This is an optimization exercise on Yosys and OpenROAD, whose aim is small area, a short achievable clock period and few clock cycles per item, not a production implementation. Function was checked by simulation only, so behaviour that the tests miss may differ from the original.

## v24
// keyhash
module keyhash (
    input  wire        clk,
    input  wire        rst_n,
    input  wire        req_valid,
    output wire        req_ready,
    input  wire [7:0]  req_ns,
    input  wire [7:0]  req_len,      
    input  wire        key_valid,
    output wire        key_ready,
    input  wire [31:0] key_data,
    output reg         res_valid,
    output wire [63:0] res_hash,
    output wire [15:0] res_fp
);
    localparam [31:0] IV0 = 32'h6a09e667, IV1 = 32'hbb67ae85,
                      IV2 = 32'h3c6ef372, IV3 = 32'ha54ff53a,
                      IV4 = 32'h510e527f, IV5 = 32'h9b05688c,
                      IV6 = 32'h1f83d9ab, IV7 = 32'h5be0cd19;
    reg         run;          
    reg [1:0]   st;           
    reg         rl;           
    reg         ok;           
    reg [5:0]   kc;           
    reg         ld;           
    reg         act;          
    reg         first;        
    reg         last;         
    reg         go;           
    reg [3:0]   wph;          
    reg [3:0]   bph;          
    reg [31:0]  a, b, c, d, e, f, g, h;
    reg [31:0]  p;            
    reg [31:0]  W [0:15];     
    reg [31:0]  R  [0:3];     
    reg [31:0]  RE [0:3];     
    reg         fvalid;
    reg [7:0]   fns;
    reg [7:0]   fml;          
    reg [1:0]   fnb;          
    reg [5:0]   fg;           
    reg [5:0]   fkw;          
    reg         kwl;          
    reg         kn;           
    reg [31:0]  ir;           
    reg         irv;
    reg [7:0]   carry;        
    reg [31:0] kk;
    always @(*) begin
        case (kc)
            6'd0:  kk = 32'h428a2f98; 6'd1:  kk = 32'h71374491;
            6'd2:  kk = 32'hb5c0fbcf; 6'd3:  kk = 32'he9b5dba5;
            6'd4:  kk = 32'h3956c25b; 6'd5:  kk = 32'h59f111f1;
            6'd6:  kk = 32'h923f82a4; 6'd7:  kk = 32'hab1c5ed5;
            6'd8:  kk = 32'hd807aa98; 6'd9:  kk = 32'h12835b01;
            6'd10: kk = 32'h243185be; 6'd11: kk = 32'h550c7dc3;
            6'd12: kk = 32'h72be5d74; 6'd13: kk = 32'h80deb1fe;
  ...
==> flow/config.mk <==
export PLATFORM = sky130hd
export DESIGN_NAME = keyhash
export DESIGN_NICKNAME = keyhash
export VERILOG_FILES = /design/flow/design.v
export SDC_FILE = /design/flow/constraint.sdc
export NUM_CORES = 4
export LEC_CHECK = 0
export ABC_CLOCK_PERIOD_IN_PS = 4500
export CAP_MARGIN = 20
export CORE_MARGIN = 2
export CORE_UTILIZATION = 40
export CTS_CLUSTER_DIAMETER = 100
export CTS_CLUSTER_SIZE = 20
export PLACE_DENSITY = 0.6
export SLEW_MARGIN = 20
==> flow/constraint.sdc <==
create_clock -name core_clock -period 15.0 [get_ports {clk}]
set_input_delay 3.0000 -clock core_clock [delete_from_list [all_inputs] [get_ports {clk}]]
set_output_delay 3.0000 -clock core_clock [all_outputs]
set_load 0.01 [all_outputs]
standard.sh (not shown) runs the stock make flow with config.mk's settings and CLKGATE_MAP_FILE= SYNTH_SCRIPT=/design/flow/synth_recipe.tcl, a recipe that flattens the netlist after the stock synthesis.
==> flow/flow/run.sh <==
#!/bin/bash
# The standard layout with three changes in how it is made (the SDC is unchanged):
#  - timing repair aims at a 5 ns period (SETUP_SLACK_MARGIN=10),
#  - the port buffers are buf_1 cells,
#  - after the standard synthesis, fix_inv.py removes inverter pairs that Yosys's
#    full-adder extraction leaves around full adders (registers are not touched).
# Each step's full output goes to a log file of its own in this folder.
set -euo pipefail
ARGS=(SETUP_SLACK_MARGIN=9.5 "BUFFER_PORTS_ARGS=-buffer_cell sky130_fd_sc_hd__buf_1")
RES=orfs/results/sky130hd/keyhash/base
bash standard.sh "${ARGS[@]}" synth > standard_synth.log 2>&1
cp "$RES/1_2_yosys.v" 1_2_yosys.standard.v
python3 flow/fix_inv.py 1_2_yosys.standard.v 1_2_yosys.fixed.v > fix_inv.log 2>&1
cp 1_2_yosys.fixed.v "$RES/1_2_yosys.v"
rm -f "$RES/1_synth.odb" "$RES/1_synth.sdc"
bash standard.sh "${ARGS[@]}" finish > standard_finish.log 2>&1
Other scripts of this flow, unchanged in this note and not shown: flow/flow/fix_inv.py
Testbench counts of v24, summed over its fixed seeds: cycles 236,508, keys 2,400.
Input changes introduced in v29 (baseline for comparison: v24):
diff --git a/flow/flow/run.sh b/flow/flow/run.sh
--- a/flow/flow/run.sh
+++ b/flow/flow/run.sh
@@ -9 +9 @@
-ARGS=(SETUP_SLACK_MARGIN=9.5 "BUFFER_PORTS_ARGS=-buffer_cell sky130_fd_sc_hd__buf_1")
+ARGS=(SETUP_SLACK_MARGIN=10.5 "BUFFER_PORTS_ARGS=-buffer_cell sky130_fd_sc_hd__buf_1")
Results
Count of sequential standard cells: v24 vs v29 identical
Proportion of cell area occupied by multi-input gates: higher on v29
Measured against each other, v29 and v24 differ in clock period minus final worst setup slack, the lower figure coming from v29.
Cell at the slowest stage of the critical path = sky130_fd_sc_hd__mux4_2: v29; cell at the slowest stage of the critical path = sky130_fd_sc_hd__ha_1: v24
Modified inputs, v6 compared to v29
diff --git a/flow/flow/run.sh b/flow/flow/run.sh
--- a/flow/flow/run.sh
+++ b/flow/flow/run.sh
@@ -9 +9 @@
-ARGS=(SETUP_SLACK_MARGIN=10.5 "BUFFER_PORTS_ARGS=-buffer_cell sky130_fd_sc_hd__buf_1")
+ARGS=(SETUP_SLACK_MARGIN=10 "BUFFER_PORTS_ARGS=-buffer_cell sky130_fd_sc_hd__buf_1")
Notes after the runs:
Diff v29 -> v6: multi-input logic portion of the cell area dropped 0.39 points, arrival time at the worst endpoint saw an increase.
v6: reg-to-reg setup timing slack 150 ps below v29
v6 against v29: maximum clock frequency went down; met2 layer usage reported by global route fell by 0.90 points.
v6 completed end to end with timing, DRC and antenna clean.
Side by side, number of ordinary and repair buffers in the finished layout turned out lower in v6 than in v29.

---

keyhash again, from the RTL that the note above started with.
// keyhash
module keyhash (
    input  wire        clk,
    input  wire        rst_n,
    input  wire        req_valid,
    output wire        req_ready,
    input  wire [7:0]  req_ns,
    input  wire [7:0]  req_len,      
    input  wire        key_valid,
    output wire        key_ready,
    input  wire [31:0] key_data,
    output reg         res_valid,
    output wire [63:0] res_hash,
    output wire [15:0] res_fp
);
Settings: LEC_CHECK=0, ABC_CLOCK_PERIOD_IN_PS=4500, CAP_MARGIN=20, CORE_MARGIN=2, CORE_UTILIZATION=40, CTS_BUF_LIST=sky130_fd_sc_hd__clkbuf_8, PLACE_DENSITY=0.6, SLEW_MARGIN=20; clock period 15.0 ns.
==> flow/flow/run.sh <==
#!/bin/bash
# Standard layout, with timing repair aimed at a 5 ns period (the SDC is unchanged)
# and small port buffers.
set -euo pipefail
bash standard.sh SETUP_SLACK_MARGIN=10 "BUFFER_PORTS_ARGS=-buffer_cell sky130_fd_sc_hd__buf_1" finish > standard_finish.log 2>&1
Testbench counts at the start, summed over its fixed seeds: cycles 236,508, keys 2,400.
==> next run, changes <==
- CTS_BUF_LIST: sky130_fd_sc_hd__clkbuf_8 -> not set
- CTS_CLUSTER_DIAMETER: not set -> 120
- CTS_CLUSTER_SIZE: not set -> 25
Effect:
- The new run finished clean
- via count fell by a few percent
- clock skew fell by 15 ps
- worst setup slack got worse by 48 ps
- final area fell by a few percent

-- afterwards: timing with drivers on the ports --
No port has a modelled driver above. Below, the same layouts with a new extraction and two added sets of constraints.
Step 1 sets driving cells, clkbuf_16 on the clock port and buf_2 on the other inputs (assumed; they add their load-dependent delay and slew).
Step 2 moves the port delays by t, midway between the first and last clock arrival at a register: inputs arrive t later, outputs are due t later. That takes back most of the time a late clock gives input paths.
a / b / c = ideal ports / drivers / drivers and shift; a / b = the first two.
run	shift t [ns]	setup slack, ns	worst register clock-pin slew, ns
v24	0.762	9.584 / 9.584 / 9.584	0.09 / 0.09
v29	0.769	10.163 / 10.163 / 9.942	0.09 / 0.09
v6	0.764	10.018 / 10.018 / 9.842	0.09 / 0.09
the first run of note 2	0.985	10.079 / 10.079 / 9.883	0.07 / 0.07
the second run of note 2	0.759	10.031 / 10.031 / 9.932	0.12 / 0.12
After both steps every run listed still meets setup and hold. The setup slack of v29, which loses most, moves by 0.000 ns with the drivers and by -0.221 ns with both steps.
